Source: an optimization exercise on an open RTL-to-GDS flow (aim: small area, a short achievable clock period and few clock cycles per item). Production flows keep margins and buffers that such runs may drop. Only simulation tests tie the RTL to the original design; equivalence was not proved.

==> design.v <==
module biq4_engine (
    input  wire        clk,
    input  wire        rst,           
    input  wire        cfg_we,
    input  wire [4:0]  cfg_addr,
    input  wire [15:0] cfg_data,
    input  wire        in_valid,
    output wire        in_ready,
    input  wire [15:0] in_data,
    output reg         out_valid,
    output reg  [15:0] out_data,
    output reg         out_ovf,
    output reg         out_sat
);
    localparam signed [39:0] ACC_MAX = 40'sh7F_FFFF_FFFF;
    localparam signed [39:0] ACC_MIN = -40'sh80_0000_0000;
    function signed [39:0] prod;
        input signed [15:0] c;
        input signed [15:0] v;
        reg   signed [31:0] p;
        begin
            p    = c * v;
            prod = {{6{p[31]}}, p, 2'b00};
        end
    endfunction
    function [40:0] add_sat;
        input signed [39:0] a;
        input signed [39:0] b;
        reg   signed [40:0] s;
        begin
            s = {a[39], a} + {b[39], b};
            if (s[40] != s[39])
                add_sat = {1'b1, s[40] ? ACC_MIN : ACC_MAX};
            else
                add_sat = {1'b0, s[39:0]};
        end
    endfunction
    function [16:0] to_q15;
        input signed [39:0] a;
        reg   signed [24:0] q;
        reg                 up;
        begin
            up = a[15] & ((|a[14:0]) | a[16]);
            q  = {a[39], a[39:16]} + {24'd0, up};
            if (q > 25'sd32767)
                to_q15 = {1'b1, 16'h7FFF};
            else if (q < -25'sd32768)
                to_q15 = {1'b1, 16'h8000};
            else
                to_q15 = {1'b0, q[15:0]};
        end
    endfunction
    function [40:0] shl_sat;
        input signed [39:0] a;
        input        [2:0]  n;
        reg   signed [46:0] w;
        begin
            w    = {{7{a[39]}}, a} <<< n;
            if (w[46:39] != {8{w[39]}})
                shl_sat = {1'b1, a[39] ? ACC_MIN : ACC_MAX};
            else
                shl_sat = {1'b0, w[39:0]};
        end
    endfunction
    reg signed [15:0] cb0  [0:3];
    reg signed [15:0] cb1  [0:3];
    reg signed [15:0] cb2  [0:3];
    reg signed [15:0] cna1 [0:3];
    reg signed [15:0] cna2 [0:3];
    reg        [2:0]  out_shift;
    integer j;
    always @(posedge clk) begin
        if (rst) begin
            for (j = 0; j < 4; j = j + 1) begin
                cb0[j]  <= 16'sd0;
                cb1[j]  <= 16'sd0;
                cb2[j]  <= 16'sd0;
                cna1[j] <= 16'sd0;
                cna2[j] <= 16'sd0;
            end
            out_shift <= 3'd0;
        end else if (cfg_we) begin
            for (j = 0; j < 4; j = j + 1) begin
                if (cfg_addr == 6 * j + 0) cb0[j]  <= cfg_data;
                if (cfg_addr == 6 * j + 1) cb1[j]  <= cfg_data;
                if (cfg_addr == 6 * j + 2) cb2[j]  <= cfg_data;
                if (cfg_addr == 6 * j + 3) cna1[j] <= cfg_data;
                if (cfg_addr == 6 * j + 4) cna2[j] <= cfg_data;
            end
            if (cfg_addr == 5'd24) out_shift <= cfg_data[2:0];
        end
    end
    reg               busy;
    reg        [1:0]  sec;        
    reg signed [15:0] v;          
    reg               ovf_run;    
    reg               sat_run;    
    reg signed [39:0] s1 [0:3];
    reg signed [39:0] s2 [0:3];
    assign in_ready = !busy;
    wire signed [15:0] b0  = cb0[sec];
    wire signed [15:0] b1  = cb1[sec];
    wire signed [15:0] b2  = cb2[sec];
    wire signed [15:0] na1 = cna1[sec];
    wire signed [15:0] na2 = cna2[sec];
    wire [40:0] acc_a  = add_sat(s1[sec], prod(b0, v));
    wire [16:0] y_q    = to_q15(acc_a[39:0]);
    wire signed [15:0] y = y_q[15:0];
    wire [40:0] acc_t  = add_sat(s2[sec], prod(b1, v));
    wire [40:0] s1_new = add_sat(acc_t[39:0], prod(na1, y));
    wire [40:0] s2_new = add_sat(prod(b2, v), prod(na2, y));
    wire [40:0] acc_o  = shl_sat(acc_a[39:0], out_shift);
    wire [16:0] o_q    = to_q15(acc_o[39:0]);
    wire ovf_sec = acc_a[40] | acc_t[40] | s1_new[40] | s2_new[40];
    always @(posedge clk) begin
        if (rst) begin
            busy      <= 1'b0;
            sec       <= 2'd0;
            v         <= 16'sd0;
            ovf_run   <= 1'b0;
            sat_run   <= 1'b0;
            out_valid <= 1'b0;
            out_data  <= 16'd0;
            out_ovf   <= 1'b0;
            out_sat   <= 1'b0;
            for (j = 0; j < 4; j = j + 1) begin
                s1[j] <= 40'sd0;
                s2[j] <= 40'sd0;
            end
        end else begin
            out_valid <= 1'b0;
            if (!busy) begin
                if (in_valid) begin
                    busy    <= 1'b1;
                    sec     <= 2'd0;
                    v       <= in_data;
                    ovf_run <= 1'b0;
                    sat_run <= 1'b0;
                end
            end else begin
                s1[sec] <= s1_new[39:0];
                s2[sec] <= s2_new[39:0];
                v       <= y;
                ovf_run <= ovf_run | ovf_sec;
                sat_run <= sat_run | y_q[16];
                sec     <= sec + 2'd1;
                if (sec == 2'd3) begin
                    busy      <= 1'b0;
                    out_valid <= 1'b1;
                    out_data  <= o_q[15:0];
                    out_ovf   <= ovf_run | ovf_sec | acc_o[40];
                    out_sat   <= sat_run | y_q[16] | o_q[16];
                end
            end
        end
    end
endmodule
==> run.sh <==
#!/bin/bash
# synth_recipe.tcl (not shown) runs the flow's synth.tcl, then flattens the netlist and writes it again
# the make line also repeats each setting of config.mk as NAME=value (left out here)
make -C /OpenROAD-flow-scripts/flow DESIGN_CONFIG=/design/flow/config.mk WORK_HOME=/design/flow/orfs CLKGATE_MAP_FILE= SYNTH_SCRIPT=/design/flow/synth_recipe.tcl finish
==> config.mk <==
export PLATFORM = sky130hd
export DESIGN_NAME = biq4_engine
export DESIGN_NICKNAME = biq4_engine
export VERILOG_FILES = /design/flow/design.v
export SDC_FILE = /design/flow/constraint.sdc
export NUM_CORES = 4
export LEC_CHECK = 0
export CAP_MARGIN = 20
export CORE_MARGIN = 2
export CORE_UTILIZATION = 40
export SLEW_MARGIN = 20
==> constraint.sdc <==
create_clock -name core_clock -period 26.0 [get_ports {clk}]
set_input_delay 5.2000 -clock core_clock [delete_from_list [all_inputs] [get_ports {clk}]]
set_output_delay 5.2000 -clock core_clock [all_outputs]
set_load 0.01 [all_outputs]
==> impl_metrics.yaml <==
worst_hold_path:
  hold_class: "reg2reg"
drt:
  post-route-drc-count: 0
  route.vias.total: 67171
  number_of_antenna_violating_nets_in_the_routed_design: 0
  drt-vias-per-instance: 5.434
  wire_per_inst_um: 22.04
  number_of_drc_violations_after_detailed_routing_iteration_0: 5498
  detail_route.first_pass.iterations: 9
  routed_wirelength_mm: 272.5
clock_tree:
  cts_buffers: 74
  clock_sink_count: 653
  cts.htree.levels: 3
  tritoncts: "done"
  clk_transition_reported_paths_ns: 0.07
  holdBufCountCts: 0
  cts_buffer_depth: 3
  clock_tree.root_cell: "clkbuf_16"
  clk_latency_ns: 0.71
placement:
  dp_slack_ns: 0.7147
  quantity_of_i_o_buffers_inserted_on_ports: 60
  place_inst: 12220
  hpwlAfterDp_mm: 211.8
  routability_congestion_estimate: 0.9705
  detailed_place.area_um2: 88890
layout:
  multiInputGateArea_um2: 61810
  insertedDiodeCount: 0
  post-route-util_pct: 43.22
  layoutNonFillerInstCount: 12362
  nFillCells: 20570
  drive_above_1_share_pct: 5.796
  nNetsFinal: 11395
  layout.cell_area.non_filler_um2: 91480
  seq_area_um2: 15970
  most_used_cells_in_the_layout_excluding_fill_and_tap_cells: "nand2_1 (1591), inv_1 (1493), fa_1 (1314), nor2_1 (849), a21oi_1 (632)"
  area_delta_synth_final_pct: 7.579
  layout_commonest_cell: "nand2_1"
global_route:
  maximum_number_of_pins_on_one_net_before_global_route_repair: 97
  grt_use_total_pct: 25.40
  overflow: 0
  number_of_global_route_vias_before_repair: 70172
  antenna_found_initial: 17
  wire_length_of_the_first_global_routing_pass_mm: 423.3
floorplan:
  die_outline_area_um2: 216300
  io-pin-count: 61
  die_span_y_um: 465.1
  floorplan.core_area_um2: 211700
  die_w_um: 465.1
  floorplan.rows: 169
  initial_cell_density_of_the_core_pct: 40.17
synth:
  yosys.area_share.xor_xnor_pct: 3.034
  mappedNetlistArea_um2: 85040
  synth_edf_count: 288
  postSynthNetCount: 11525
  synth-simple-area-share_pct: 16.54
  synth_top_area_share_pct: 30.93
  post_synth_num_cell_types: 105
  avgSynthCellArea_um2: 8.846
  synth_adder_area_share_pct: 39.14
  synth_top_area_cell: "fa_1"
  netlist_instances: 9613
  ys_dominant_reg_cell: "dfxtp_1"
  async_flop_share_pct: 0
  post_synth_main_area_contributors: "fa_1 (31%), edfxtp_1 (10%), dfxtp_1 (8.6%), ha_1 (8.2%), nand2_1 (7.0%)"
  synth-seq-area-share_pct: 18.76
  yosysWarningCount: 6
  combinational_family_with_the_most_area_after_synthesis: "adder cells"
  synth-compound-area-share_pct: 10.71
  post_synth_mux_area_share_pct: 3.005
  yosys_register_bits: 653
critical_path:
  timing.critical_path.max_delay_family: "compound AO/OA/AOI/OAI gates"
  worstPathArrival_ns: 25.16
  setup.worst_path.end_class: "register"
  critical-path-max-stage-delay_ns: 0.66
  start_kind: "register"
  slowest_stage: "a21oi_4"
  crit_type: "reg2reg"
  timing.critical_path.fanout_max: 61
  cp_common_cell: "fa_1"
  worst-endpoint-required_ns: 26.56
  worstPathBufferInverterCount: 11
timing:
  period_share_pct: 94.60
  final.setup.worst_slack_ns: 1.405
  report.final.slew_viol_count: 0
  finalSetupViolCount: 0
  final_hold_viol_count: 0
  fin_skew_ns: 0.05869
  fin_crit_ns: 24.60
  clock.fmax_mhz: 40.66
  tightest_slew_ns: 1.192
  slew_hr_pct: 20.28
outcome:
  status: "finished clean"
flow_run:
  maxCapViolations: 0
-- registers in the layout (all words and copies together), names as in the netlist, named ones only --
signal,cells
out_shift,3
s1,156
out_sat,1
sec,2
s2,132
cb0,64
v,16
out_ovf,1
out_valid,1
cb2,64
sat_run,1
busy,1
ovf_run,1
out_data,16
cna2,64
cb1,64
cna1,64
-- worst min-delay path: cells and delay by family, from the launching register on --
family	cells	cell delay [ns]
simple gates	1	0.05
compound gates	1	0.05
flops	1	0.31
-- cells by family after synthesis --
kind of cell / count (synthesis)
fa+ha+maj: 1872
flops: 653
buf+inv: 1967
xor+xnor: 293
mux: 157
compound gates: 1431
simple gates: 3240
-- final cells by class --
cell class | instances | share of cell area [%]
repair buffers | 259 | 2.281
inverters | 1499 | 6.156
clock inverters | 35 | 0.4090
flip-flops and latches | 653 | 17.46
clock buffers | 99 | 2.273
well taps | 2821 | 3.858
multi-input cells | 6996 | 67.56
-- routing by layer --
metal / up-vias / routed length, um / global-route usage, %
li1: 30349 / - / -
met1: 33980 / 110200 / 32.43
met2: 2333 / 130900 / 43.01
met3: 499 / 17370 / 3.229
met4: 10 / 14030 / 11.45
met5: - / 69 / 0
-- repair_timing --
item                       in CTS  in global routing
setup buffers                   0                  3
resized for setup               0                 17
setup endpoints to repair       0                165
-- synth_stat cells, types with 30 or more instances --
cell type     n
nand2_1    1594
inv_1      1494
fa_1       1314
nor2_1      854
a21oi_1     638
ha_1        557
clkbuf_1    400
dfxtp_1     365
and2_1      352
edfxtp_1    288
xnor2_1     234
o21ai_0     206
nand2b_1     87
a21o_1       84
mux4_2       75
nor3_1       73
nand3_1      70
xor2_1       58
nor2b_1      56
a222oi_1     50
a211oi_1     47
mux2i_1      46
o21a_1       39
a22oi_1      38
a31oi_1      34
mux2_2       33
or3_1        33
o21bai_1     30
-- final timing paths --
check	start	endpoint	slack (ns)	cells past startpoint
worst max-delay path	sec[0]	out_ovf	1.40	88
worst min-delay path	cna2[3][15]	cna2[3][15]	0.45	2
worst max register to register	sec[0]	out_ovf	1.40	88
worst min register to register	cna2[3][15]	cna2[3][15]	0.45	2
-- per-stage QoR --
step | setup TNS [ns] | hold WS, ns
after detailed placement | 0 | 0.4460
after global placement | 0 | 0.4412
after floorplan | 0 | 0.4357
final | 0 | 0.4529
after CTS | 0 | 0.4544
after global routing | -0.02612 | 0.4691
Testbench counts, summed over its fixed seeds: cycles 20,512, items 4,096.

[what the ideal ports hide]
The results above use ideal ports. As a check the final layout listed here was re-extracted and re-timed, cells and wires unchanged.
Step 1 (the two cells are an assumption about what drives the block):
set clk [get_ports {clk}]
set_driving_cell -lib_cell sky130_fd_sc_hd__clkbuf_16 $clk
set_driving_cell -lib_cell sky130_fd_sc_hd__buf_2 [delete_from_list [all_inputs] $clk]
Step 2 moves the port delays by t, midway between the first and last clock arrival at a register: inputs arrive t later, outputs are due t later. That takes back most of the time a late clock gives input paths.
Three values: ideal ports, drivers, drivers and shift; two values: the first two.
t (ns): 0.745
setup slack, ns: 1.405 / 1.405 / 1.405
worst register clock-pin slew, ns: 0.07 / 0.07
After both steps setup and hold are still met in this run. For this run, drivers alone change the setup slack by 0.000 ns; drivers and shift together by 0.000 ns.
